Background: an optimization exercise with open tools, aiming at small area and a short achievable clock period. Do not read the settings as production practice.
No functional check of the RTL was part of this run.

`config.mk`:
```
export PLATFORM = sky130hd
export DESIGN_NAME = memi_bch79
export DESIGN_NICKNAME = memi_bch79
export VERILOG_FILES = /design/flow/design.v
export SDC_FILE = /design/flow/constraint.sdc
export NUM_CORES = 4
export LEC_CHECK = 0
export CAP_MARGIN = 20
export CORE_MARGIN = 2
export CORE_UTILIZATION = 50
export SLEW_MARGIN = 20
```
`constraint.sdc`:
```
create_clock -name core_clock -period 20.0 [get_ports {clk}]
set_input_delay 4.0000 -clock core_clock [delete_from_list [all_inputs] [get_ports {clk}]]
set_output_delay 4.0000 -clock core_clock [all_outputs]
set_load 0.01 [all_outputs]
```
`design.v`:
```
module memi_bch79 (
    input  wire        clk,
    input  wire        rst_n,
    input  wire        enc_valid,
    input  wire [63:0] enc_data,
    output reg         enc_out_valid,
    output reg  [78:0] enc_code,
    input  wire        dec_valid,
    input  wire [78:0] dec_code,
    output reg         dec_out_valid,
    output reg  [63:0] dec_data,
    output reg  [1:0]  dec_status
);
    function [6:0] gf_mul;
        input [6:0] a;
        input [6:0] b;
        integer k;
        reg [6:0] acc;
        reg [6:0] sh;
        begin
            acc = 7'd0;
            sh  = a;
            for (k = 0; k < 7; k = k + 1) begin
                if (b[k]) acc = acc ^ sh;
                sh = {sh[5:0], 1'b0} ^ (sh[6] ? 7'h09 : 7'h00);
            end
            gf_mul = acc;
        end
    endfunction
    wire [13:0] enc_chk;
    wire enc_par;
    wire ex0 = enc_data[17] ^ enc_data[43];
    wire ex1 = enc_data[14] ^ enc_data[3];
    wire ex2 = enc_data[0] ^ enc_data[22];
    wire ex3 = enc_data[13] ^ enc_data[46];
    wire ex4 = enc_data[27] ^ enc_data[33];
    wire ex5 = enc_data[30] ^ enc_data[44];
    wire ex6 = enc_data[1] ^ enc_data[23];
    wire ex7 = enc_data[31] ^ enc_data[47];
    wire ex8 = enc_data[37] ^ enc_data[62];
    wire ex9 = enc_data[2] ^ enc_data[24];
    wire ex10 = enc_data[38] ^ enc_data[63];
    wire ex11 = enc_data[25] ^ enc_data[26];
    wire ex12 = enc_data[32] ^ enc_data[4];
    wire ex13 = enc_data[18] ^ enc_data[5];
    wire ex14 = enc_data[29] ^ enc_data[45];
    wire ex15 = enc_data[48] ^ enc_data[61];
    wire ex16 = enc_data[50] ^ enc_data[53];
    wire ex17 = enc_data[56] ^ ex1;
    wire ex18 = enc_data[28] ^ enc_data[59];
    wire ex19 = enc_data[10] ^ enc_data[54];
    wire ex20 = enc_data[49] ^ enc_data[57];
    wire ex21 = enc_data[11] ^ enc_data[55];
    wire ex22 = enc_data[12] ^ enc_data[58];
    wire ex23 = enc_data[42] ^ enc_data[6];
    wire ex24 = enc_data[9] ^ ex0;
    wire ex25 = ex14 ^ ex4;
    wire ex26 = ex16 ^ ex2;
    wire ex27 = enc_data[39] ^ ex6;
    wire ex28 = enc_data[7] ^ ex8;
    wire ex29 = enc_data[40] ^ ex9;
    wire ex30 = enc_data[41] ^ ex3;
    wire ex31 = ex5 ^ ex7;
    wire ex32 = enc_data[35] ^ enc_data[60];
    wire ex33 = enc_data[34] ^ ex18;
    wire ex34 = ex15 ^ ex19;
    wire ex35 = enc_data[21] ^ ex10;
    wire ex36 = ex11 ^ ex12;
    wire ex37 = enc_data[20] ^ ex28;
    wire ex38 = enc_data[15] ^ enc_data[19];
    wire ex39 = enc_data[52] ^ enc_data[8];
    wire ex40 = enc_data[16] ^ enc_data[50];
    wire ex41 = enc_data[14] ^ ex13;
    wire ex42 = ex20 ^ ex21;
    wire ex43 = enc_data[61] ^ ex23;
    wire ex44 = ex22 ^ ex40;
    wire ex45 = enc_data[51] ^ ex24;
    wire ex46 = ex27 ^ ex32;
    wire ex47 = enc_data[36] ^ ex29;
    wire ex48 = enc_data[60] ^ ex35;
    wire ex49 = ex30 ^ ex42;
    wire ex50 = ex17 ^ ex31;
    wire ex51 = enc_data[5] ^ enc_data[58];
    wire ex52 = enc_data[30] ^ enc_data[43];
    wire ex53 = enc_data[22] ^ enc_data[55];
    wire ex54 = enc_data[26] ^ enc_data[49];
    wire ex55 = enc_data[10] ^ enc_data[4];
    wire ex56 = enc_data[42] ^ enc_data[47];
    wire ex57 = enc_data[57] ^ ex3;
    wire ex58 = enc_data[6] ^ ex15;
    wire ex59 = enc_data[13] ^ ex0;
    wire ex60 = enc_data[38] ^ ex4;
    wire ex61 = enc_data[40] ^ ex39;
    wire ex62 = ex38 ^ ex52;
    wire ex63 = enc_data[25] ^ ex10;
    wire ex64 = enc_data[23] ^ ex13;
    wire ex65 = enc_data[0] ^ ex1;
    wire ex66 = enc_data[29] ^ ex21;
    wire ex67 = enc_data[2] ^ ex22;
    wire ex68 = enc_data[62] ^ ex11;
    wire ex69 = ex12 ^ ex54;
    wire ex70 = enc_data[27] ^ ex23;
    wire ex71 = enc_data[37] ^ ex33;
    wire ex72 = enc_data[39] ^ ex26;
    wire ex73 = ex25 ^ ex41;
    wire ex74 = ex26 ^ ex60;
    wire ex75 = ex34 ^ ex61;
    wire ex76 = enc_data[32] ^ ex25;
    wire ex77 = enc_data[41] ^ ex44;
    wire ex78 = enc_data[46] ^ ex43;
    wire ex79 = ex27 ^ ex63;
    wire ex80 = enc_data[9] ^ ex29;
    wire ex81 = enc_data[24] ^ ex30;
    wire ex82 = ex31 ^ ex36;
    wire ex83 = ex24 ^ ex33;
    wire ex84 = enc_data[63] ^ ex17;
    wire ex85 = ex45 ^ ex58;
    wire ex86 = enc_data[16] ^ ex37;
    wire ex87 = enc_data[54] ^ ex48;
    wire ex88 = ex47 ^ ex62;
    wire ex89 = ex50 ^ ex53;
    wire ex90 = ex37 ^ ex65;
    wire ex91 = ex46 ^ ex68;
    wire ex92 = enc_data[15] ^ ex49;
    wire ex_enc_chk_0_0 = enc_data[8] ^ ex38;
    wire ex_enc_chk_0_1 = ex5 ^ ex57;
    wire ex_enc_chk_0_2 = ex_enc_chk_0_0 ^ ex71;
    wire ex_enc_chk_0_3 = ex72 ^ ex73;
    wire ex_enc_chk_0_4 = ex_enc_chk_0_1 ^ ex85;
    wire ex_enc_chk_0_5 = ex_enc_chk_0_2 ^ ex_enc_chk_0_3;
    assign enc_chk[0] = ex_enc_chk_0_4 ^ ex_enc_chk_0_5;
    wire ex_enc_chk_1_0 = enc_data[59] ^ ex20;
    wire ex_enc_chk_1_1 = ex51 ^ ex7;
    wire ex_enc_chk_1_2 = ex59 ^ ex_enc_chk_1_0;
    wire ex_enc_chk_1_3 = ex_enc_chk_1_1 ^ ex46;
    wire ex_enc_chk_1_4 = ex74 ^ ex75;
    wire ex_enc_chk_1_5 = ex_enc_chk_1_2 ^ ex86;
    wire ex_enc_chk_1_6 = ex_enc_chk_1_3 ^ ex_enc_chk_1_4;
    assign enc_chk[1] = ex_enc_chk_1_5 ^ ex_enc_chk_1_6;
    wire ex_enc_chk_2_0 = ex2 ^ ex51;
    wire ex_enc_chk_2_1 = ex6 ^ ex8;
    wire ex_enc_chk_2_2 = ex_enc_chk_2_0 ^ ex_enc_chk_2_1;
    wire ex_enc_chk_2_3 = ex49 ^ ex76;
    wire ex_enc_chk_2_4 = ex_enc_chk_2_2 ^ ex87;
    wire ex_enc_chk_2_5 = ex88 ^ ex_enc_chk_2_3;
    assign enc_chk[2] = ex_enc_chk_2_4 ^ ex_enc_chk_2_5;
    wire ex_enc_chk_3_0 = enc_data[20] ^ enc_data[33];
    wire ex_enc_chk_3_1 = ex9 ^ ex_enc_chk_3_0;
    wire ex_enc_chk_3_2 = ex_enc_chk_3_1 ^ ex71;
    wire ex_enc_chk_3_3 = ex77 ^ ex78;
    wire ex_enc_chk_3_4 = ex79 ^ ex89;
    wire ex_enc_chk_3_5 = ex_enc_chk_3_2 ^ ex_enc_chk_3_3;
    assign enc_chk[3] = ex_enc_chk_3_4 ^ ex_enc_chk_3_5;
    wire ex_enc_chk_4_0 = enc_data[19] ^ enc_data[21];
    wire ex_enc_chk_4_1 = enc_data[28] ^ enc_data[8];
    wire ex_enc_chk_4_2 = ex32 ^ ex_enc_chk_4_0;
    wire ex_enc_chk_4_3 = ex_enc_chk_4_1 ^ ex28;
    wire ex_enc_chk_4_4 = ex36 ^ ex64;
    wire ex_enc_chk_4_5 = ex_enc_chk_4_2 ^ ex50;
    wire ex_enc_chk_4_6 = ex74 ^ ex78;
    wire ex_enc_chk_4_7 = ex80 ^ ex_enc_chk_4_3;
    wire ex_enc_chk_4_8 = ex_enc_chk_4_4 ^ ex_enc_chk_4_5;
    wire ex_enc_chk_4_9 = ex_enc_chk_4_6 ^ ex_enc_chk_4_7;
    assign enc_chk[4] = ex_enc_chk_4_8 ^ ex_enc_chk_4_9;
    wire ex_enc_chk_5_0 = enc_data[17] ^ enc_data[18];
    wire ex_enc_chk_5_1 = enc_data[36] ^ enc_data[59];
    wire ex_enc_chk_5_2 = ex10 ^ ex16;
    wire ex_enc_chk_5_3 = ex19 ^ ex6;
    wire ex_enc_chk_5_4 = ex_enc_chk_5_0 ^ ex_enc_chk_5_1;
    wire ex_enc_chk_5_5 = ex_enc_chk_5_2 ^ ex_enc_chk_5_3;
    wire ex_enc_chk_5_6 = ex_enc_chk_5_4 ^ ex81;
    wire ex_enc_chk_5_7 = ex82 ^ ex_enc_chk_5_5;
    wire ex_enc_chk_5_8 = ex90 ^ ex_enc_chk_5_6;
    assign enc_chk[5] = ex_enc_chk_5_7 ^ ex_enc_chk_5_8;
    wire ex_enc_chk_6_0 = enc_data[1] ^ ex9;
    wire ex_enc_chk_6_1 = ex26 ^ ex43;
    wire ex_enc_chk_6_2 = ex57 ^ ex66;
    wire ex_enc_chk_6_3 = ex_enc_chk_6_0 ^ ex82;
    wire ex_enc_chk_6_4 = ex83 ^ ex_enc_chk_6_1;
    wire ex_enc_chk_6_5 = ex_enc_chk_6_2 ^ ex87;
    wire ex_enc_chk_6_6 = ex_enc_chk_6_3 ^ ex_enc_chk_6_4;
    assign enc_chk[6] = ex_enc_chk_6_5 ^ ex_enc_chk_6_6;
    wire ex_enc_chk_7_0 = enc_data[43] ^ enc_data[51];
    wire ex_enc_chk_7_1 = enc_data[7] ^ ex13;
    wire ex_enc_chk_7_2 = ex_enc_chk_7_0 ^ ex34;
    wire ex_enc_chk_7_3 = ex67 ^ ex_enc_chk_7_1;
    wire ex_enc_chk_7_4 = ex76 ^ ex_enc_chk_7_2;
    wire ex_enc_chk_7_5 = ex_enc_chk_7_3 ^ ex89;
    wire ex_enc_chk_7_6 = ex91 ^ ex_enc_chk_7_4;
    assign enc_chk[7] = ex_enc_chk_7_5 ^ ex_enc_chk_7_6;
    wire ex_enc_chk_8_0 = enc_data[31] ^ enc_data[52];
    wire ex_enc_chk_8_1 = ex8 ^ ex_enc_chk_8_0;
    wire ex_enc_chk_8_2 = ex64 ^ ex66;
    wire ex_enc_chk_8_3 = ex69 ^ ex_enc_chk_8_1;
    wire ex_enc_chk_8_4 = ex45 ^ ex47;
    wire ex_enc_chk_8_5 = ex72 ^ ex84;
    wire ex_enc_chk_8_6 = ex_enc_chk_8_2 ^ ex_enc_chk_8_3;
    wire ex_enc_chk_8_7 = ex_enc_chk_8_4 ^ ex_enc_chk_8_5;
    assign enc_chk[8] = ex_enc_chk_8_6 ^ ex_enc_chk_8_7;
    wire ex_enc_chk_9_0 = enc_data[12] ^ ex12;
    wire ex_enc_chk_9_1 = ex14 ^ ex2;
    wire ex_enc_chk_9_2 = ex17 ^ ex_enc_chk_9_0;
    wire ex_enc_chk_9_3 = ex_enc_chk_9_1 ^ ex75;
    wire ex_enc_chk_9_4 = ex79 ^ ex81;
    wire ex_enc_chk_9_5 = ex83 ^ ex_enc_chk_9_2;
    wire ex_enc_chk_9_6 = ex_enc_chk_9_3 ^ ex_enc_chk_9_4;
    assign enc_chk[9] = ex_enc_chk_9_5 ^ ex_enc_chk_9_6;
    wire ex_enc_chk_10_0 = enc_data[29] ^ enc_data[33];
    wire ex_enc_chk_10_1 = enc_data[53] ^ ex5;
    wire ex_enc_chk_10_2 = ex55 ^ ex56;
    wire ex_enc_chk_10_3 = ex_enc_chk_10_0 ^ ex41;
    wire ex_enc_chk_10_4 = ex_enc_chk_10_1 ^ ex_enc_chk_10_2;
    wire ex_enc_chk_10_5 = ex80 ^ ex_enc_chk_10_3;
    wire ex_enc_chk_10_6 = ex_enc_chk_10_4 ^ ex91;
    wire ex_enc_chk_10_7 = ex92 ^ ex_enc_chk_10_5;
    assign enc_chk[10] = ex_enc_chk_10_6 ^ ex_enc_chk_10_7;
    wire ex_enc_chk_11_0 = enc_data[11] ^ enc_data[34];
    wire ex_enc_chk_11_1 = enc_data[45] ^ enc_data[5];
    wire ex_enc_chk_11_2 = ex11 ^ ex7;
    wire ex_enc_chk_11_3 = ex_enc_chk_11_0 ^ ex_enc_chk_11_1;
    wire ex_enc_chk_11_4 = ex34 ^ ex70;
    wire ex_enc_chk_11_5 = ex_enc_chk_11_2 ^ ex_enc_chk_11_3;
    wire ex_enc_chk_11_6 = ex77 ^ ex84;
    wire ex_enc_chk_11_7 = ex_enc_chk_11_4 ^ ex_enc_chk_11_5;
    wire ex_enc_chk_11_8 = ex88 ^ ex_enc_chk_11_6;
    assign enc_chk[11] = ex_enc_chk_11_7 ^ ex_enc_chk_11_8;
    wire ex_enc_chk_12_0 = enc_data[12] ^ enc_data[3];
    wire ex_enc_chk_12_1 = enc_data[31] ^ enc_data[35];
    wire ex_enc_chk_12_2 = enc_data[44] ^ enc_data[48];
    wire ex_enc_chk_12_3 = enc_data[51] ^ ex0;
    wire ex_enc_chk_12_4 = ex18 ^ ex_enc_chk_12_0;
    wire ex_enc_chk_12_5 = ex_enc_chk_12_1 ^ ex_enc_chk_12_2;
    wire ex_enc_chk_12_6 = ex36 ^ ex70;
    wire ex_enc_chk_12_7 = ex_enc_chk_12_3 ^ ex_enc_chk_12_4;
    wire ex_enc_chk_12_8 = ex_enc_chk_12_5 ^ ex_enc_chk_12_6;
    wire ex_enc_chk_12_9 = ex_enc_chk_12_7 ^ ex86;
    wire ex_enc_chk_12_10 = ex92 ^ ex_enc_chk_12_8;
    assign enc_chk[12] = ex_enc_chk_12_9 ^ ex_enc_chk_12_10;
    wire ex_enc_chk_13_0 = enc_data[28] ^ enc_data[36];
    wire ex_enc_chk_13_1 = enc_data[44] ^ enc_data[56];
    wire ex_enc_chk_13_2 = enc_data[7] ^ ex39;
    wire ex_enc_chk_13_3 = ex56 ^ ex_enc_chk_13_0;
    wire ex_enc_chk_13_4 = ex_enc_chk_13_1 ^ ex44;
    wire ex_enc_chk_13_5 = ex59 ^ ex69;
    wire ex_enc_chk_13_6 = ex_enc_chk_13_2 ^ ex_enc_chk_13_3;
    wire ex_enc_chk_13_7 = ex48 ^ ex73;
    wire ex_enc_chk_13_8 = ex_enc_chk_13_4 ^ ex_enc_chk_13_5;
    wire ex_enc_chk_13_9 = ex_enc_chk_13_6 ^ ex_enc_chk_13_7;
    assign enc_chk[13] = ex_enc_chk_13_8 ^ ex_enc_chk_13_9;
    wire ex_enc_par_0 = enc_data[1] ^ enc_data[11];
    wire ex_enc_par_1 = enc_data[19] ^ enc_data[52];
    wire ex_enc_par_2 = ex20 ^ ex55;
    wire ex_enc_par_3 = ex_enc_par_0 ^ ex_enc_par_1;
    wire ex_enc_par_4 = ex25 ^ ex35;
    wire ex_enc_par_5 = ex67 ^ ex_enc_par_2;
    wire ex_enc_par_6 = ex_enc_par_3 ^ ex_enc_par_4;
    wire ex_enc_par_7 = ex_enc_par_5 ^ ex85;
    wire ex_enc_par_8 = ex90 ^ ex_enc_par_6;
    assign enc_par = ex_enc_par_7 ^ ex_enc_par_8;
    always @(posedge clk) begin
        enc_out_valid <= rst_n & enc_valid;
        enc_code      <= {enc_par, enc_chk, enc_data};
    end
    wire [6:0] s1_c, s3_c;
    wire p_c;
    wire sx0 = dec_code[41] ^ dec_code[61];
    wire sx1 = dec_code[11] ^ dec_code[62];
    wire sx2 = dec_code[10] ^ dec_code[37];
    wire sx3 = dec_code[44] ^ dec_code[58];
    wire sx4 = dec_code[13] ^ dec_code[42];
    wire sx5 = dec_code[16] ^ dec_code[23];
    wire sx6 = dec_code[24] ^ dec_code[36];
    wire sx7 = dec_code[43] ^ dec_code[9];
    wire sx8 = dec_code[45] ^ dec_code[59];
    wire sx9 = dec_code[46] ^ dec_code[60];
    wire sx10 = dec_code[5] ^ dec_code[53];
    wire sx11 = dec_code[19] ^ dec_code[3];
    wire sx12 = dec_code[38] ^ sx2;
    wire sx13 = sx0 ^ sx3;
    wire sx14 = dec_code[55] ^ dec_code[7];
    wire sx15 = dec_code[12] ^ dec_code[47];
    wire sx16 = dec_code[2] ^ dec_code[25];
    wire sx17 = dec_code[54] ^ dec_code[6];
    wire sx18 = dec_code[26] ^ dec_code[73];
    wire sx19 = dec_code[17] ^ sx6;
    wire sx20 = dec_code[35] ^ sx5;
    wire sx21 = sx1 ^ sx8;
    wire sx22 = dec_code[14] ^ dec_code[63];
    wire sx23 = dec_code[32] ^ dec_code[57];
    wire sx24 = dec_code[15] ^ dec_code[18];
    wire sx25 = dec_code[34] ^ dec_code[39];
    wire sx26 = dec_code[4] ^ dec_code[52];
    wire sx27 = dec_code[8] ^ sx4;
    wire sx28 = sx22 ^ sx9;
    wire sx29 = dec_code[72] ^ sx15;
    wire sx30 = dec_code[31] ^ sx13;
    wire sx31 = dec_code[56] ^ sx12;
    wire sx32 = dec_code[0] ^ dec_code[71];
    wire sx33 = dec_code[1] ^ dec_code[28];
    wire sx34 = dec_code[27] ^ dec_code[75];
    wire sx35 = dec_code[33] ^ dec_code[76];
    wire sx36 = dec_code[20] ^ dec_code[74];
    wire sx37 = dec_code[40] ^ dec_code[77];
    wire sx38 = dec_code[30] ^ sx7;
    wire sx39 = sx10 ^ sx14;
    wire sx40 = dec_code[29] ^ sx16;
    wire sx41 = dec_code[48] ^ sx11;
    wire sx42 = sx17 ^ sx26;
    wire sx43 = dec_code[22] ^ sx18;
    wire sx44 = sx19 ^ sx28;
    wire sx45 = sx20 ^ sx27;
    wire sx46 = dec_code[50] ^ sx24;
    wire sx47 = dec_code[49] ^ sx36;
    wire sx48 = dec_code[21] ^ sx25;
    wire sx49 = sx21 ^ sx23;
    wire sx50 = dec_code[51] ^ sx39;
    wire sx51 = dec_code[69] ^ sx43;
    wire sx52 = sx34 ^ sx44;
    wire sx53 = sx29 ^ sx31;
    wire sx54 = dec_code[70] ^ sx45;
    wire sx55 = dec_code[64] ^ sx32;
    wire sx56 = sx33 ^ sx35;
    wire sx57 = dec_code[68] ^ sx37;
    wire sx58 = dec_code[47] ^ sx41;
    wire sx59 = sx38 ^ sx46;
    wire sx60 = dec_code[67] ^ sx47;
    wire sx61 = sx40 ^ sx48;
    wire sx62 = sx30 ^ sx50;
    wire sx63 = dec_code[61] ^ dec_code[66];
    wire sx64 = dec_code[63] ^ dec_code[77];
    wire sx65 = dec_code[12] ^ dec_code[59];
    wire sx66 = dec_code[23] ^ dec_code[9];
    wire sx67 = dec_code[4] ^ dec_code[71];
    wire sx68 = dec_code[14] ^ dec_code[58];
    wire sx69 = dec_code[20] ^ dec_code[68];
    wire sx70 = dec_code[11] ^ dec_code[25];
    wire sx71 = dec_code[28] ^ dec_code[38];
    wire sx72 = dec_code[22] ^ dec_code[36];
    wire sx73 = dec_code[42] ^ sx7;
    wire sx74 = dec_code[39] ^ sx11;
    wire sx75 = dec_code[15] ^ sx37;
    wire sx76 = dec_code[57] ^ sx71;
    wire sx77 = dec_code[34] ^ sx32;
    wire sx78 = dec_code[51] ^ sx16;
    wire sx79 = sx10 ^ sx9;
    wire sx80 = sx0 ^ sx55;
    wire sx81 = sx24 ^ sx56;
    wire sx82 = dec_code[60] ^ sx42;
    wire sx83 = sx13 ^ sx70;
    wire sx84 = sx19 ^ sx21;
    wire sx85 = dec_code[52] ^ sx29;
    wire sx86 = sx57 ^ sx79;
    wire sx87 = dec_code[40] ^ sx49;
    wire sx88 = dec_code[62] ^ sx30;
    wire sx89 = sx12 ^ sx59;
    wire sx90 = sx51 ^ sx83;
    wire sx91 = sx60 ^ sx61;
    wire sx92 = sx53 ^ sx62;
    wire sx93 = sx52 ^ sx91;
    wire sx_s1_c_0_0 = dec_code[37] ^ dec_code[48];
    wire sx_s1_c_0_1 = sx33 ^ sx_s1_c_0_0;
    wire sx_s1_c_0_2 = sx38 ^ sx39;
    wire sx_s1_c_0_3 = sx_s1_c_0_1 ^ sx45;
    wire sx_s1_c_0_4 = sx80 ^ sx_s1_c_0_2;
    wire sx_s1_c_0_5 = sx52 ^ sx87;
    wire sx_s1_c_0_6 = sx_s1_c_0_3 ^ sx_s1_c_0_4;
    assign s1_c[0] = sx_s1_c_0_5 ^ sx_s1_c_0_6;
    wire sx_s1_c_1_0 = dec_code[49] ^ dec_code[65];
    wire sx_s1_c_1_1 = dec_code[8] ^ sx17;
    wire sx_s1_c_1_2 = sx_s1_c_1_0 ^ sx40;
    wire sx_s1_c_1_3 = sx73 ^ sx_s1_c_1_1;
    wire sx_s1_c_1_4 = sx44 ^ sx81;
    wire sx_s1_c_1_5 = sx_s1_c_1_2 ^ sx_s1_c_1_3;
    wire sx_s1_c_1_6 = sx53 ^ sx88;
    wire sx_s1_c_1_7 = sx_s1_c_1_4 ^ sx_s1_c_1_5;
    assign s1_c[1] = sx_s1_c_1_6 ^ sx_s1_c_1_7;
    wire sx_s1_c_2_0 = dec_code[16] ^ dec_code[44];
    wire sx_s1_c_2_1 = sx14 ^ sx18;
    wire sx_s1_c_2_2 = sx25 ^ sx4;
    wire sx_s1_c_2_3 = sx63 ^ sx64;
    wire sx_s1_c_2_4 = sx_s1_c_2_0 ^ sx40;
    wire sx_s1_c_2_5 = sx_s1_c_2_1 ^ sx_s1_c_2_2;
    wire sx_s1_c_2_6 = sx_s1_c_2_3 ^ sx49;
    wire sx_s1_c_2_7 = sx58 ^ sx_s1_c_2_4;
    wire sx_s1_c_2_8 = sx_s1_c_2_5 ^ sx89;
    wire sx_s1_c_2_9 = sx_s1_c_2_6 ^ sx_s1_c_2_7;
    assign s1_c[2] = sx_s1_c_2_8 ^ sx_s1_c_2_9;
    wire sx_s1_c_3_0 = dec_code[26] ^ dec_code[33];
    wire sx_s1_c_3_1 = dec_code[75] ^ sx23;
    wire sx_s1_c_3_2 = sx33 ^ sx4;
    wire sx_s1_c_3_3 = sx6 ^ sx65;
    wire sx_s1_c_3_4 = sx66 ^ sx67;
    wire sx_s1_c_3_5 = sx_s1_c_3_0 ^ sx74;
    wire sx_s1_c_3_6 = sx_s1_c_3_1 ^ sx_s1_c_3_2;
    wire sx_s1_c_3_7 = sx_s1_c_3_3 ^ sx_s1_c_3_4;
    wire sx_s1_c_3_8 = sx31 ^ sx60;
    wire sx_s1_c_3_9 = sx_s1_c_3_5 ^ sx_s1_c_3_6;
    wire sx_s1_c_3_10 = sx_s1_c_3_7 ^ sx62;
    wire sx_s1_c_3_11 = sx_s1_c_3_8 ^ sx_s1_c_3_9;
    assign s1_c[3] = sx_s1_c_3_10 ^ sx_s1_c_3_11;
    wire sx_s1_c_4_0 = dec_code[24] ^ dec_code[43];
    wire sx_s1_c_4_1 = dec_code[5] ^ dec_code[50];
    wire sx_s1_c_4_2 = dec_code[72] ^ sx34;
    wire sx_s1_c_4_3 = sx35 ^ sx68;
    wire sx_s1_c_4_4 = sx69 ^ sx_s1_c_4_0;
    wire sx_s1_c_4_5 = sx_s1_c_4_1 ^ sx27;
    wire sx_s1_c_4_6 = sx_s1_c_4_2 ^ sx_s1_c_4_3;
    wire sx_s1_c_4_7 = sx_s1_c_4_4 ^ sx31;
    wire sx_s1_c_4_8 = sx61 ^ sx82;
    wire sx_s1_c_4_9 = sx_s1_c_4_5 ^ sx_s1_c_4_6;
    wire sx_s1_c_4_10 = sx87 ^ sx_s1_c_4_7;
    wire sx_s1_c_4_11 = sx_s1_c_4_8 ^ sx_s1_c_4_9;
    assign s1_c[4] = sx_s1_c_4_10 ^ sx_s1_c_4_11;
    wire sx_s1_c_5_0 = dec_code[3] ^ dec_code[35];
    wire sx_s1_c_5_1 = dec_code[6] ^ sx35;
    wire sx_s1_c_5_2 = sx65 ^ sx_s1_c_5_0;
    wire sx_s1_c_5_3 = sx28 ^ sx38;
    wire sx_s1_c_5_4 = sx48 ^ sx75;
    wire sx_s1_c_5_5 = sx76 ^ sx_s1_c_5_1;
    wire sx_s1_c_5_6 = sx_s1_c_5_2 ^ sx50;
    wire sx_s1_c_5_7 = sx_s1_c_5_3 ^ sx_s1_c_5_4;
    wire sx_s1_c_5_8 = sx_s1_c_5_5 ^ sx90;
    wire sx_s1_c_5_9 = sx_s1_c_5_6 ^ sx_s1_c_5_7;
    assign s1_c[5] = sx_s1_c_5_8 ^ sx_s1_c_5_9;
    wire sx_s1_c_6_0 = dec_code[0] ^ dec_code[10];
    wire sx_s1_c_6_1 = dec_code[26] ^ dec_code[27];
    wire sx_s1_c_6_2 = dec_code[29] ^ dec_code[56];
    wire sx_s1_c_6_3 = dec_code[7] ^ dec_code[74];
    wire sx_s1_c_6_4 = sx15 ^ sx25;
    wire sx_s1_c_6_5 = sx72 ^ sx8;
    wire sx_s1_c_6_6 = sx_s1_c_6_0 ^ sx_s1_c_6_1;
    wire sx_s1_c_6_7 = sx_s1_c_6_2 ^ sx_s1_c_6_3;
    wire sx_s1_c_6_8 = sx75 ^ sx_s1_c_6_4;
    wire sx_s1_c_6_9 = sx_s1_c_6_5 ^ sx_s1_c_6_6;
    wire sx_s1_c_6_10 = sx_s1_c_6_7 ^ sx82;
    wire sx_s1_c_6_11 = sx_s1_c_6_8 ^ sx_s1_c_6_9;
    wire sx_s1_c_6_12 = sx54 ^ sx88;
    wire sx_s1_c_6_13 = sx_s1_c_6_10 ^ sx_s1_c_6_11;
    assign s1_c[6] = sx_s1_c_6_12 ^ sx_s1_c_6_13;
    wire sx_s3_c_0_0 = dec_code[32] ^ dec_code[33];
    wire sx_s3_c_0_1 = sx10 ^ sx68;
    wire sx_s3_c_0_2 = sx_s3_c_0_0 ^ sx42;
    wire sx_s3_c_0_3 = sx47 ^ sx73;
    wire sx_s3_c_0_4 = sx_s3_c_0_1 ^ sx51;
    wire sx_s3_c_0_5 = sx58 ^ sx80;
    wire sx_s3_c_0_6 = sx84 ^ sx_s3_c_0_2;
    wire sx_s3_c_0_7 = sx_s3_c_0_3 ^ sx_s3_c_0_4;
    wire sx_s3_c_0_8 = sx_s3_c_0_5 ^ sx_s3_c_0_6;
    assign s3_c[0] = sx_s3_c_0_7 ^ sx_s3_c_0_8;
    wire sx_s3_c_1_0 = dec_code[0] ^ dec_code[1];
    wire sx_s3_c_1_1 = dec_code[69] ^ sx17;
    wire sx_s3_c_1_2 = sx64 ^ sx69;
    wire sx_s3_c_1_3 = sx_s3_c_1_0 ^ sx20;
    wire sx_s3_c_1_4 = sx74 ^ sx_s3_c_1_1;
    wire sx_s3_c_1_5 = sx_s3_c_1_2 ^ sx84;
    wire sx_s3_c_1_6 = sx_s3_c_1_3 ^ sx_s3_c_1_4;
    wire sx_s3_c_1_7 = sx_s3_c_1_5 ^ sx_s3_c_1_6;
    assign s3_c[1] = sx92 ^ sx_s3_c_1_7;
    wire sx_s3_c_2_0 = dec_code[13] ^ dec_code[5];
    wire sx_s3_c_2_1 = dec_code[54] ^ dec_code[71];
    wire sx_s3_c_2_2 = dec_code[77] ^ sx1;
    wire sx_s3_c_2_3 = sx18 ^ sx5;
    wire sx_s3_c_2_4 = sx7 ^ sx_s3_c_2_0;
    wire sx_s3_c_2_5 = sx_s3_c_2_1 ^ sx41;
    wire sx_s3_c_2_6 = sx76 ^ sx_s3_c_2_2;
    wire sx_s3_c_2_7 = sx_s3_c_2_3 ^ sx_s3_c_2_4;
    wire sx_s3_c_2_8 = sx85 ^ sx_s3_c_2_5;
    wire sx_s3_c_2_9 = sx_s3_c_2_6 ^ sx_s3_c_2_7;
    wire sx_s3_c_2_10 = sx_s3_c_2_8 ^ sx_s3_c_2_9;
    assign s3_c[2] = sx93 ^ sx_s3_c_2_10;
    wire sx_s3_c_3_0 = dec_code[1] ^ dec_code[21];
    wire sx_s3_c_3_1 = dec_code[32] ^ dec_code[45];
    wire sx_s3_c_3_2 = dec_code[65] ^ dec_code[70];
    wire sx_s3_c_3_3 = sx11 ^ sx14;
    wire sx_s3_c_3_4 = sx2 ^ sx66;
    wire sx_s3_c_3_5 = sx_s3_c_3_0 ^ sx_s3_c_3_1;
    wire sx_s3_c_3_6 = sx_s3_c_3_2 ^ sx46;
    wire sx_s3_c_3_7 = sx77 ^ sx_s3_c_3_3;
    wire sx_s3_c_3_8 = sx_s3_c_3_4 ^ sx_s3_c_3_5;
    wire sx_s3_c_3_9 = sx85 ^ sx_s3_c_3_6;
    wire sx_s3_c_3_10 = sx_s3_c_3_7 ^ sx_s3_c_3_8;
    wire sx_s3_c_3_11 = sx52 ^ sx90;
    wire sx_s3_c_3_12 = sx_s3_c_3_9 ^ sx_s3_c_3_10;
    assign s3_c[3] = sx_s3_c_3_11 ^ sx_s3_c_3_12;
    wire sx_s3_c_4_0 = dec_code[10] ^ dec_code[18];
    wire sx_s3_c_4_1 = dec_code[21] ^ dec_code[72];
    wire sx_s3_c_4_2 = dec_code[73] ^ sx23;
    wire sx_s3_c_4_3 = sx26 ^ sx_s3_c_4_0;
    wire sx_s3_c_4_4 = sx_s3_c_4_1 ^ sx78;
    wire sx_s3_c_4_5 = sx_s3_c_4_2 ^ sx_s3_c_4_3;
    wire sx_s3_c_4_6 = sx30 ^ sx58;
    wire sx_s3_c_4_7 = sx86 ^ sx_s3_c_4_4;
    wire sx_s3_c_4_8 = sx_s3_c_4_5 ^ sx54;
    wire sx_s3_c_4_9 = sx_s3_c_4_6 ^ sx_s3_c_4_7;
    assign s3_c[4] = sx_s3_c_4_8 ^ sx_s3_c_4_9;
    wire sx_s3_c_5_0 = dec_code[19] ^ dec_code[2];
    wire sx_s3_c_5_1 = dec_code[55] ^ dec_code[57];
    wire sx_s3_c_5_2 = dec_code[61] ^ dec_code[67];
    wire sx_s3_c_5_3 = dec_code[76] ^ sx1;
    wire sx_s3_c_5_4 = sx3 ^ sx72;
    wire sx_s3_c_5_5 = sx_s3_c_5_0 ^ sx_s3_c_5_1;
    wire sx_s3_c_5_6 = sx_s3_c_5_2 ^ sx20;
    wire sx_s3_c_5_7 = sx42 ^ sx77;
    wire sx_s3_c_5_8 = sx_s3_c_5_3 ^ sx_s3_c_5_4;
    wire sx_s3_c_5_9 = sx_s3_c_5_5 ^ sx86;
    wire sx_s3_c_5_10 = sx_s3_c_5_6 ^ sx_s3_c_5_7;
    wire sx_s3_c_5_11 = sx_s3_c_5_8 ^ sx89;
    wire sx_s3_c_5_12 = sx_s3_c_5_9 ^ sx_s3_c_5_10;
    assign s3_c[5] = sx_s3_c_5_11 ^ sx_s3_c_5_12;
    wire sx_s3_c_6_0 = dec_code[19] ^ dec_code[24];
    wire sx_s3_c_6_1 = dec_code[27] ^ dec_code[46];
    wire sx_s3_c_6_2 = dec_code[48] ^ dec_code[53];
    wire sx_s3_c_6_3 = sx36 ^ sx63;
    wire sx_s3_c_6_4 = sx67 ^ sx_s3_c_6_0;
    wire sx_s3_c_6_5 = sx_s3_c_6_1 ^ sx_s3_c_6_2;
    wire sx_s3_c_6_6 = sx21 ^ sx43;
    wire sx_s3_c_6_7 = sx78 ^ sx_s3_c_6_3;
    wire sx_s3_c_6_8 = sx_s3_c_6_4 ^ sx_s3_c_6_5;
    wire sx_s3_c_6_9 = sx81 ^ sx_s3_c_6_6;
    wire sx_s3_c_6_10 = sx_s3_c_6_7 ^ sx_s3_c_6_8;
    wire sx_s3_c_6_11 = sx53 ^ sx54;
    wire sx_s3_c_6_12 = sx_s3_c_6_9 ^ sx_s3_c_6_10;
    assign s3_c[6] = sx_s3_c_6_11 ^ sx_s3_c_6_12;
    wire sx_p_c_0 = dec_code[65] ^ dec_code[66];
    wire sx_p_c_1 = dec_code[78] ^ sx_p_c_0;
    wire sx_p_c_2 = sx41 ^ sx42;
    wire sx_p_c_3 = sx55 ^ sx56;
    wire sx_p_c_4 = sx57 ^ sx_p_c_1;
    wire sx_p_c_5 = sx49 ^ sx51;
    wire sx_p_c_6 = sx59 ^ sx_p_c_2;
    wire sx_p_c_7 = sx_p_c_3 ^ sx_p_c_4;
    wire sx_p_c_8 = sx54 ^ sx_p_c_5;
    wire sx_p_c_9 = sx_p_c_6 ^ sx_p_c_7;
    wire sx_p_c_10 = sx92 ^ sx93;
    wire sx_p_c_11 = sx_p_c_8 ^ sx_p_c_9;
    assign p_c = sx_p_c_10 ^ sx_p_c_11;
    reg        v1;
    reg [63:0] d1;
    reg [6:0]  u_q, s3_q;
    reg        p_q;
    always @(posedge clk) begin
        v1   <= rst_n & dec_valid;
        d1   <= dec_code[63:0];
        u_q  <= s1_c;
        s3_q <= s3_c;
        p_q  <= p_c;
    end
    wire [127:0] u_oh = 128'd1 << u_q;
    wire [6:0] w_inv3;
    assign w_inv3[0] = |(u_oh & 128'h85171f397d3521e1ec0715d9c155d956);
    assign w_inv3[1] = |(u_oh & 128'h77bca8c40edde83cfa9b8fae20590f0);
    assign w_inv3[2] = |(u_oh & 128'hd3d8a3c4b729aac8883ed3b1ef77e000);
    assign w_inv3[3] = |(u_oh & 128'h9d7459fd639529fbdb72e2c062284688);
    assign w_inv3[4] = |(u_oh & 128'h76d02a17ab13d34bf22b331b534913bc);
    assign w_inv3[5] = |(u_oh & 128'h7a55ce6bcde0f5c45424a2b9e9a25f80);
    assign w_inv3[6] = |(u_oh & 128'h4ae285f65b8d65a17edf971ddc8880a0);
    function in_range;
        input [6:0] x;
        begin
            case (x)
                7'd1, 7'd2, 7'd4, 7'd8, 7'd16, 7'd32, 7'd64, 7'd9, 7'd18, 7'd36, 7'd72, 7'd25, 7'd50, 7'd100, 7'd65, 7'd11, 7'd22, 7'd44, 7'd88, 7'd57, 7'd114, 7'd109, 7'd83, 7'd47, 7'd94, 7'd53, 7'd106, 7'd93, 7'd51, 7'd102, 7'd69, 7'd3, 7'd6, 7'd12, 7'd24, 7'd48, 7'd96, 7'd73, 7'd27, 7'd54, 7'd108, 7'd81, 7'd43, 7'd86, 7'd37, 7'd74, 7'd29, 7'd58, 7'd116, 7'd97, 7'd75, 7'd31, 7'd62, 7'd124, 7'd113, 7'd107, 7'd95, 7'd55, 7'd110, 7'd85, 7'd35, 7'd70, 7'd5, 7'd10, 7'd20, 7'd40, 7'd80, 7'd41, 7'd82, 7'd45, 7'd90, 7'd61, 7'd122, 7'd125, 7'd115, 7'd111, 7'd87, 7'd39: in_range = 1'b1;
                default: in_range = 1'b0;
            endcase
        end
    endfunction
    wire [6:0] ls [0:6];
    wire [6:0] ts;
    assign ls[0][0] = ^(s3_q & 7'h0);
    assign ls[0][1] = ^(s3_q & 7'h5c);
    assign ls[0][2] = ^(s3_q & 7'h58);
    assign ls[0][3] = ^(s3_q & 7'h60);
    assign ls[0][4] = ^(s3_q & 7'h16);
    assign ls[0][5] = ^(s3_q & 7'h68);
    assign ls[0][6] = ^(s3_q & 7'h48);
    assign ts[0] = ^(s3_q & 7'h1);
    assign ls[1][0] = ^(s3_q & 7'h0);
    assign ls[1][1] = ^(s3_q & 7'h6e);
    assign ls[1][2] = ^(s3_q & 7'h6c);
    assign ls[1][3] = ^(s3_q & 7'h30);
    assign ls[1][4] = ^(s3_q & 7'hb);
    assign ls[1][5] = ^(s3_q & 7'h74);
    assign ls[1][6] = ^(s3_q & 7'h64);
    assign ts[1] = ^(s3_q & 7'h40);
    assign ls[2][0] = ^(s3_q & 7'h0);
    assign ls[2][1] = ^(s3_q & 7'h77);
    assign ls[2][2] = ^(s3_q & 7'h76);
    assign ls[2][3] = ^(s3_q & 7'h18);
    assign ls[2][4] = ^(s3_q & 7'h5);
    assign ls[2][5] = ^(s3_q & 7'h3a);
    assign ls[2][6] = ^(s3_q & 7'h32);
    assign ts[2] = ^(s3_q & 7'h20);
    assign ls[3][0] = ^(s3_q & 7'h0);
    assign ls[3][1] = ^(s3_q & 7'h7b);
    assign ls[3][2] = ^(s3_q & 7'h3b);
    assign ls[3][3] = ^(s3_q & 7'h4c);
    assign ls[3][4] = ^(s3_q & 7'h42);
    assign ls[3][5] = ^(s3_q & 7'h5d);
    assign ls[3][6] = ^(s3_q & 7'h19);
    assign ts[3] = ^(s3_q & 7'h10);
    assign ls[4][0] = ^(s3_q & 7'h0);
    assign ls[4][1] = ^(s3_q & 7'h3d);
    assign ls[4][2] = ^(s3_q & 7'h1d);
    assign ls[4][3] = ^(s3_q & 7'h66);
    assign ls[4][4] = ^(s3_q & 7'h21);
    assign ls[4][5] = ^(s3_q & 7'h2e);
    assign ls[4][6] = ^(s3_q & 7'hc);
    assign ts[4] = ^(s3_q & 7'h8);
    assign ls[5][0] = ^(s3_q & 7'h0);
    assign ls[5][1] = ^(s3_q & 7'h1e);
    assign ls[5][2] = ^(s3_q & 7'he);
    assign ls[5][3] = ^(s3_q & 7'h33);
    assign ls[5][4] = ^(s3_q & 7'h50);
    assign ls[5][5] = ^(s3_q & 7'h57);
    assign ls[5][6] = ^(s3_q & 7'h46);
    assign ts[5] = ^(s3_q & 7'h44);
    assign ls[6][0] = ^(s3_q & 7'h0);
    assign ls[6][1] = ^(s3_q & 7'h4f);
    assign ls[6][2] = ^(s3_q & 7'h47);
    assign ls[6][3] = ^(s3_q & 7'h59);
    assign ls[6][4] = ^(s3_q & 7'h28);
    assign ls[6][5] = ^(s3_q & 7'h6b);
    assign ls[6][6] = ^(s3_q & 7'h23);
    assign ts[6] = ^(s3_q & 7'h22);
    wire [6:0] y_v = ({7{w_inv3[0]}} & ls[0]) ^ ({7{w_inv3[1]}} & ls[1]) ^
                     ({7{w_inv3[2]}} & ls[2]) ^ ({7{w_inv3[3]}} & ls[3]) ^
                     ({7{w_inv3[4]}} & ls[4]) ^ ({7{w_inv3[5]}} & ls[5]) ^
                     ({7{w_inv3[6]}} & ls[6]);
    wire       trc = ~^(w_inv3 & ts);
    reg        v2;
    reg [63:0] d2;
    reg [6:0]  u2, y2;
    reg        p2, trc2, u_nz2, s3_nz2;
    always @(posedge clk) begin
        v2     <= rst_n & v1;
        d2     <= d1;
        u2     <= u_q;
        y2     <= y_v;
        p2     <= p_q;
        trc2   <= trc;
        u_nz2  <= |u_q;
        s3_nz2 <= |s3_q;
    end
    wire [6:0] ubx [0:6];
    assign ubx[0][0] = ^(u2 & 7'h1);
    assign ubx[0][1] = ^(u2 & 7'h2);
    assign ubx[0][2] = ^(u2 & 7'h4);
    assign ubx[0][3] = ^(u2 & 7'h8);
    assign ubx[0][4] = ^(u2 & 7'h10);
    assign ubx[0][5] = ^(u2 & 7'h20);
    assign ubx[0][6] = ^(u2 & 7'h40);
    assign ubx[1][0] = ^(u2 & 7'h40);
    assign ubx[1][1] = ^(u2 & 7'h1);
    assign ubx[1][2] = ^(u2 & 7'h2);
    assign ubx[1][3] = ^(u2 & 7'h44);
    assign ubx[1][4] = ^(u2 & 7'h8);
    assign ubx[1][5] = ^(u2 & 7'h10);
    assign ubx[1][6] = ^(u2 & 7'h20);
    assign ubx[2][0] = ^(u2 & 7'h20);
    assign ubx[2][1] = ^(u2 & 7'h40);
    assign ubx[2][2] = ^(u2 & 7'h1);
    assign ubx[2][3] = ^(u2 & 7'h22);
    assign ubx[2][4] = ^(u2 & 7'h44);
    assign ubx[2][5] = ^(u2 & 7'h8);
    assign ubx[2][6] = ^(u2 & 7'h10);
    assign ubx[3][0] = ^(u2 & 7'h10);
    assign ubx[3][1] = ^(u2 & 7'h20);
    assign ubx[3][2] = ^(u2 & 7'h40);
    assign ubx[3][3] = ^(u2 & 7'h11);
    assign ubx[3][4] = ^(u2 & 7'h22);
    assign ubx[3][5] = ^(u2 & 7'h44);
    assign ubx[3][6] = ^(u2 & 7'h8);
    assign ubx[4][0] = ^(u2 & 7'h8);
    assign ubx[4][1] = ^(u2 & 7'h10);
    assign ubx[4][2] = ^(u2 & 7'h20);
    assign ubx[4][3] = ^(u2 & 7'h48);
    assign ubx[4][4] = ^(u2 & 7'h11);
    assign ubx[4][5] = ^(u2 & 7'h22);
    assign ubx[4][6] = ^(u2 & 7'h44);
    assign ubx[5][0] = ^(u2 & 7'h44);
    assign ubx[5][1] = ^(u2 & 7'h8);
    assign ubx[5][2] = ^(u2 & 7'h10);
    assign ubx[5][3] = ^(u2 & 7'h64);
    assign ubx[5][4] = ^(u2 & 7'h48);
    assign ubx[5][5] = ^(u2 & 7'h11);
    assign ubx[5][6] = ^(u2 & 7'h22);
    assign ubx[6][0] = ^(u2 & 7'h22);
    assign ubx[6][1] = ^(u2 & 7'h44);
    assign ubx[6][2] = ^(u2 & 7'h8);
    assign ubx[6][3] = ^(u2 & 7'h32);
    assign ubx[6][4] = ^(u2 & 7'h64);
    assign ubx[6][5] = ^(u2 & 7'h48);
    assign ubx[6][6] = ^(u2 & 7'h11);
    wire [6:0] x1  = ({7{y2[0]}} & ubx[0]) ^ ({7{y2[1]}} & ubx[1]) ^
                     ({7{y2[2]}} & ubx[2]) ^ ({7{y2[3]}} & ubx[3]) ^
                     ({7{y2[4]}} & ubx[4]) ^ ({7{y2[5]}} & ubx[5]) ^
                     ({7{y2[6]}} & ubx[6]);
    wire [6:0] x2  = x1 ^ u2;
    wire       u_nz  = u_nz2;
    wire       s3_nz = s3_nz2;
    wire       x1_z  = ~|x1;
    wire       in1   = in_range(x1);
    wire       in2   = in_range(x2);
    wire       ok    = u_nz & ~trc2 & in2 & ((in1 & ~p2) | x1_z);
    reg [7:0]  lo1, lo2;
    reg [15:0] hi1, hi2;
    integer i;
    always @* begin
        for (i = 0; i < 8; i = i + 1) begin
            lo1[i] = ok & (x1[2:0] == i);
            lo2[i] = ok & (x2[2:0] == i);
        end
        for (i = 0; i < 16; i = i + 1) begin
            hi1[i] = (x1[6:3] == i);
            hi2[i] = (x2[6:3] == i);
        end
    end
    wire [63:0] fix;
    assign fix[0] = (lo1[1] & hi1[8]) | (lo2[1] & hi2[8]);
    assign fix[1] = (lo1[3] & hi1[1]) | (lo2[3] & hi2[1]);
    assign fix[2] = (lo1[6] & hi1[2]) | (lo2[6] & hi2[2]);
    assign fix[3] = (lo1[4] & hi1[5]) | (lo2[4] & hi2[5]);
    assign fix[4] = (lo1[0] & hi1[11]) | (lo2[0] & hi2[11]);
    assign fix[5] = (lo1[1] & hi1[7]) | (lo2[1] & hi2[7]);
    assign fix[6] = (lo1[2] & hi1[14]) | (lo2[2] & hi2[14]);
    assign fix[7] = (lo1[5] & hi1[13]) | (lo2[5] & hi2[13]);
    assign fix[8] = (lo1[3] & hi1[10]) | (lo2[3] & hi2[10]);
    assign fix[9] = (lo1[7] & hi1[5]) | (lo2[7] & hi2[5]);
    assign fix[10] = (lo1[6] & hi1[11]) | (lo2[6] & hi2[11]);
    assign fix[11] = (lo1[5] & hi1[6]) | (lo2[5] & hi2[6]);
    assign fix[12] = (lo1[2] & hi1[13]) | (lo2[2] & hi2[13]);
    assign fix[13] = (lo1[5] & hi1[11]) | (lo2[5] & hi2[11]);
    assign fix[14] = (lo1[3] & hi1[6]) | (lo2[3] & hi2[6]);
    assign fix[15] = (lo1[6] & hi1[12]) | (lo2[6] & hi2[12]);
    assign fix[16] = (lo1[5] & hi1[8]) | (lo2[5] & hi2[8]);
    assign fix[17] = (lo1[3] & hi1[0]) | (lo2[3] & hi2[0]);
    assign fix[18] = (lo1[6] & hi1[0]) | (lo2[6] & hi2[0]);
    assign fix[19] = (lo1[4] & hi1[1]) | (lo2[4] & hi2[1]);
    assign fix[20] = (lo1[0] & hi1[3]) | (lo2[0] & hi2[3]);
    assign fix[21] = (lo1[0] & hi1[6]) | (lo2[0] & hi2[6]);
    assign fix[22] = (lo1[0] & hi1[12]) | (lo2[0] & hi2[12]);
    assign fix[23] = (lo1[1] & hi1[9]) | (lo2[1] & hi2[9]);
    assign fix[24] = (lo1[3] & hi1[3]) | (lo2[3] & hi2[3]);
    assign fix[25] = (lo1[6] & hi1[6]) | (lo2[6] & hi2[6]);
    assign fix[26] = (lo1[4] & hi1[13]) | (lo2[4] & hi2[13]);
    assign fix[27] = (lo1[1] & hi1[10]) | (lo2[1] & hi2[10]);
    assign fix[28] = (lo1[3] & hi1[5]) | (lo2[3] & hi2[5]);
    assign fix[29] = (lo1[6] & hi1[10]) | (lo2[6] & hi2[10]);
    assign fix[30] = (lo1[5] & hi1[4]) | (lo2[5] & hi2[4]);
    assign fix[31] = (lo1[2] & hi1[9]) | (lo2[2] & hi2[9]);
    assign fix[32] = (lo1[5] & hi1[3]) | (lo2[5] & hi2[3]);
    assign fix[33] = (lo1[2] & hi1[7]) | (lo2[2] & hi2[7]);
    assign fix[34] = (lo1[4] & hi1[14]) | (lo2[4] & hi2[14]);
    assign fix[35] = (lo1[1] & hi1[12]) | (lo2[1] & hi2[12]);
    assign fix[36] = (lo1[3] & hi1[9]) | (lo2[3] & hi2[9]);
    assign fix[37] = (lo1[7] & hi1[3]) | (lo2[7] & hi2[3]);
    assign fix[38] = (lo1[6] & hi1[7]) | (lo2[6] & hi2[7]);
    assign fix[39] = (lo1[4] & hi1[15]) | (lo2[4] & hi2[15]);
    assign fix[40] = (lo1[1] & hi1[14]) | (lo2[1] & hi2[14]);
    assign fix[41] = (lo1[3] & hi1[13]) | (lo2[3] & hi2[13]);
    assign fix[42] = (lo1[7] & hi1[11]) | (lo2[7] & hi2[11]);
    assign fix[43] = (lo1[7] & hi1[6]) | (lo2[7] & hi2[6]);
    assign fix[44] = (lo1[6] & hi1[13]) | (lo2[6] & hi2[13]);
    assign fix[45] = (lo1[5] & hi1[10]) | (lo2[5] & hi2[10]);
    assign fix[46] = (lo1[3] & hi1[4]) | (lo2[3] & hi2[4]);
    assign fix[47] = (lo1[6] & hi1[8]) | (lo2[6] & hi2[8]);
    assign fix[48] = (lo1[5] & hi1[0]) | (lo2[5] & hi2[0]);
    assign fix[49] = (lo1[2] & hi1[1]) | (lo2[2] & hi2[1]);
    assign fix[50] = (lo1[4] & hi1[2]) | (lo2[4] & hi2[2]);
    assign fix[51] = (lo1[0] & hi1[5]) | (lo2[0] & hi2[5]);
    assign fix[52] = (lo1[0] & hi1[10]) | (lo2[0] & hi2[10]);
    assign fix[53] = (lo1[1] & hi1[5]) | (lo2[1] & hi2[5]);
    assign fix[54] = (lo1[2] & hi1[10]) | (lo2[2] & hi2[10]);
    assign fix[55] = (lo1[5] & hi1[5]) | (lo2[5] & hi2[5]);
    assign fix[56] = (lo1[2] & hi1[11]) | (lo2[2] & hi2[11]);
    assign fix[57] = (lo1[5] & hi1[7]) | (lo2[5] & hi2[7]);
    assign fix[58] = (lo1[2] & hi1[15]) | (lo2[2] & hi2[15]);
    assign fix[59] = (lo1[5] & hi1[15]) | (lo2[5] & hi2[15]);
    assign fix[60] = (lo1[3] & hi1[14]) | (lo2[3] & hi2[14]);
    assign fix[61] = (lo1[7] & hi1[13]) | (lo2[7] & hi2[13]);
    assign fix[62] = (lo1[7] & hi1[10]) | (lo2[7] & hi2[10]);
    assign fix[63] = (lo1[7] & hi1[4]) | (lo2[7] & hi2[4]);
    reg [1:0] st;
    always @* begin
        if (ok)
            st = (x1_z & p2) ? 2'd1 : 2'd2;
        else if (!u_nz && !s3_nz)
            st = {1'b0, p2};
        else
            st = 2'd3;
    end
    always @(posedge clk) begin
        dec_out_valid <= rst_n & v2;
        dec_data      <= d2 ^ fix;
        dec_status    <= st;
    end
endmodule
```
`flow/run.sh`:
```
#!/bin/bash
# The standard ORFS layout (the standard.sh), with two changes:
# timing repair keeps a setup margin, so that paths are optimised well below
# the 20 ns clock, and the ports get plain buffers.
set -euo pipefail
bash standard.sh SETUP_SLACK_MARGIN=14.75 "BUFFER_PORTS_ARGS=-buffer_cell sky130_fd_sc_hd__buf_1"  "CTS_ARGS=-sink_clustering_enable -repair_clock_nets -dont_use_dummy_load -sink_clustering_size 30 -sink_clustering_max_diameter 60" finish > orfs_flow.log 2>&1
```
`standard.sh`:
```
#!/bin/bash
# synth_recipe.tcl (not shown) runs the flow's synth.tcl, then flattens the netlist and writes it again
# the make line also repeats each setting of config.mk as NAME=value (left out here)
make -C /OpenROAD-flow-scripts/flow DESIGN_CONFIG=/design/flow/config.mk WORK_HOME=/design/flow/orfs CLKGATE_MAP_FILE= SYNTH_SCRIPT=/design/flow/synth_recipe.tcl "${@:-finish}"
```
==> impl_results.md <==
- Slew HR: 24.20%
- Worst-path maximum fanout: 3
- Worst EP arrival: 5800 ps
- Adder-cell share of the synthesized area: 0.9422%
- Routability Congestion: 0.9405
- Die Span Y: 189.8 um
- Post-synth top area share: 35.83%
- Commonest register cell after synthesis: dfxtp_1
- Reg clk slew, reported paths: 70 ps
- Finished Layout Cells: 2555
- Worst EP required: 20490 ps
- Max Fclk: 0.1885 GHz
- Outcome: finished clean
- Die Area: 0.03603 mm2
- Initial antenna violation count: 4
- Overflow after GRT: 0
- Hold Buf Count CTS: 0
- Crit end category: register
- TritonCTS clock tree: built
- # DRC: 0
- Hold crit path type: reg -> reg
- Antenna diodes: 0
- DR vias/cell: 5.735
- Detail Route Antenna Nets: 0
- Max-cap violations: 0
- Number of synthesized flops with an enable pin: 0
- # nets final: 2262
- Post-synthesis mux area share: 1.073%
- Dominant cells by area after synthesis: dfxtp_1, xnor2_1, xor2_1
- Core area: 0.03429 mm2
- Mapped Cells: 1855
- RSZ-0062 raised after global routing: yes
- Initial Util: 50.35%
- Post-synthesis xor/xnor area fraction: 35.38%
- Num CTS Buffers: 24
- Synth Area in Compound Gates: 11.61%
- #FFs+latches synth: 309
- Layout cell share with drive strength beyond 1: 7.952%
- Worst Setup Slack, final: 14700 ps
- Fraction of registers with async set/reset: 0%
- CP max-delay cell: xor2_2
- Clock Tree Root: clkbuf_16
- FILL cells: 3123
- Area delta synth->final: 15.39%
- Gr usage total: 31.47%
- Crit path time final: 5304 ps
- Post-synthesis sequential area ratio: 35.83%
- Largest net degree at the start of global routing: 65
- Hold Vio Cnt, Final: 0
- Multi-input gate area: 0.01114 mm2
- Die W: 189.8 um
- Largest family of logic cells by synthesized area: XOR/XNOR gates
- Setup-failing EPs final: 0
- Post-synthesis simple-gate area fraction: 12.08%
- CP startpoint kind: input port
- Top Ports: 294
- Max Slew Vio Count: 0
- Vias: 14650
- Port Buf Inserts: 293
- Num Clock Sinks: 309
- Initial DRC Count: 1549
- Fin crit share: 26.52%
- Pre-CTS WS: 13980 ps
- CP max stage delay: 280 ps
- Wire per inst: 22.89 um
- H-tree Lvls: 1
- Unique masters post-synth: 75
- Skew final: 87.75 ps
- Skew-Pair Late Insertion Delay: 590 ps
- Post-Syn Area per Cell: 9.307 um2
- Yosys Warn Count: 1
- Worst-margin pin slew: 1135 ps
- Placed cell count: 2518
- Wire length of the first global-routing pass: 85730 um
- Mapped Nets: 2015
- Synth area leader: dfxtp_1
- Final WL: 58480 um
- Kind of critical path: in -> reg
- DR pass1 iterations: 7
- Rows: 68
- Cell Area, Synth: 0.01726 mm2
- Worst reg-to-reg setup slack: 14910 ps
- Register area: 0.006187 mm2
- Maximum clock insertion buffer count: 3
- CP cell instances: buf_1 -> xor2_2 -> xnor2_2 -> xnor2_2 -> xnor2_1 -> xnor2_1 -> xnor2_1 -> xnor2_1 -> xor2_1
- Crit-path most repeated cell: xnor2_1
- Setup TNS: 0 ps
- HPWL after DPL: 45140 um
- Vias in the first global route: 13860
[worst paths after layout]
check               from            to  depth (start not counted)
max          dec_code[9]           p_q                          9
min               d1[14]        d2[14]                          0
max reg2reg        u2[6]  dec_data[14]                         12
min reg2reg       d1[14]        d2[14]                          0
[worst max-delay path: cells and delay by family]
family	cells	cell delay, ps
buffers and inverters	1	190
XOR/XNOR	8	1610
[logic make-up after synthesis]
group | Yosys count
AO/OA/AOI/OAI | 292
multiplexers | 18
adder cells (fa/ha/maj) | 13
flip-flops | 309
AND/OR/NAND/NOR | 423
XOR/XNOR | 675
buffers and inverters | 125
[per-stage QoR]
step | hold WS [ps] | area, um2 | utilization [%]
floorplan | 309.6 | 17550 | -
global route | 300.7 | 19920 | 58.10
finish | 286.2 | 19920 | 58.10
CTS | 296.7 | 19710 | 57.48
global placement | 309.6 | 18890 | 55.11
detailed placement | 312.1 | 18900 | 55.13
[placed cells by master, fill, tap and decap left out, drive strengths merged, types with 5 or more instances in the layout]
cell type,Yosys,final
a211oi,9,10
a21oi,38,38
a22o,8,8
a22oi,13,13
a2bb2oi,5,5
a31oi,15,15
a32oi,5,5
and2,11,11
and3,7,7
buf,50,304
clkbuf,47,37
dfxtp,309,309
ha,13,13
inv,28,28
mux2i,14,14
nand2,106,106
nand2b,26,26
nand3,105,105
nand4,5,5
nor2,71,71
nor2b,16,16
nor3,32,32
nor3b,5,5
nor4,12,12
o21ai,53,53
o22ai,62,62
o2bb2ai,5,5
o31ai,7,7
o32ai,21,21
or2,5,5
xnor2,548,548
xnor3,6,6
xor2,115,115
xor3,6,6
[layer usage]
metal	wire [um]	part of all wire (%)	track usage, %
met5	27	0.046	0
met2	25740	44	49.08
met3	5090	8.7	5.977
met4	1387	2.4	7.722
met1	26230	45	44.91
[cell usage after synthesis (all sizes together) (7+ instances only)]
library cell  instances
nand2               106
and3                  7
dfxtp               309
a211oi                9
xor2                115
nand2b               26
nor2b                16
and2                 11
inv                  28
o21ai                53
nor2                 71
nor4                 12
a22oi                13
buf                  50
a31oi                15
clkbuf               47
nor3                 32
xnor2               548
o32ai                21
o31ai                 7
a21oi                38
a22o                  8
nand3               105
ha                   13
o22ai                62
mux2i                14
[registers in the layout, indices dropped and copies added, names as in the netlist]
name,count
y2,6
d2,64
enc_out_valid,1
dec_status,2
enc_code,79
dec_data,64
p2,1
s3_nz2,1
dec_out_valid,1
u_q,7
d1,64
p_q,1
trc2,1
u_nz2,1
v1,1
u2,7
s3_q,7
v2,1
[repair_timing]
action / in CTS / in global routing
setup buffers: 9 / 3
resized for setup: 29 / 36
pin swaps: 11 / 9
endpoints found under the setup margin: 47 / 60
gates cloned: 1 / 0
[final cells by class]
type,count,area share (%)
inverter,28,0.5276
sequential,309,31.06
tap,455,2.858
clock buffer,24,3.015
multi-input combinational,1422,55.94
timing repair buffer,317,6.601

==> separate check: timing with driven ports <==
How much do the figures lean on ideal ports? The routed layout below was timed once more, with nothing changed but the port constraints. Step 1, drivers: a clkbuf_16 drives clk and a buf_2 each remaining input, both assumed. Step 2 also shifts input and output timing later by t, the mid clock arrival at the registers, as if the neighbouring blocks saw the same clock. a / b / c = ideal / step 1 / step 2; a / b = the first two.
t, ns: 0.592
setup WS [ns]: 14.696 / 14.728 / 14.136
hold slack, ns: 0.286 / 0.286 / 0.286
clock arrival spread, ns: 0.097 / 0.098
After both steps this run still meets setup and hold. For this run, drivers alone change the setup slack by +0.032 ns; drivers and shift together by -0.560 ns.
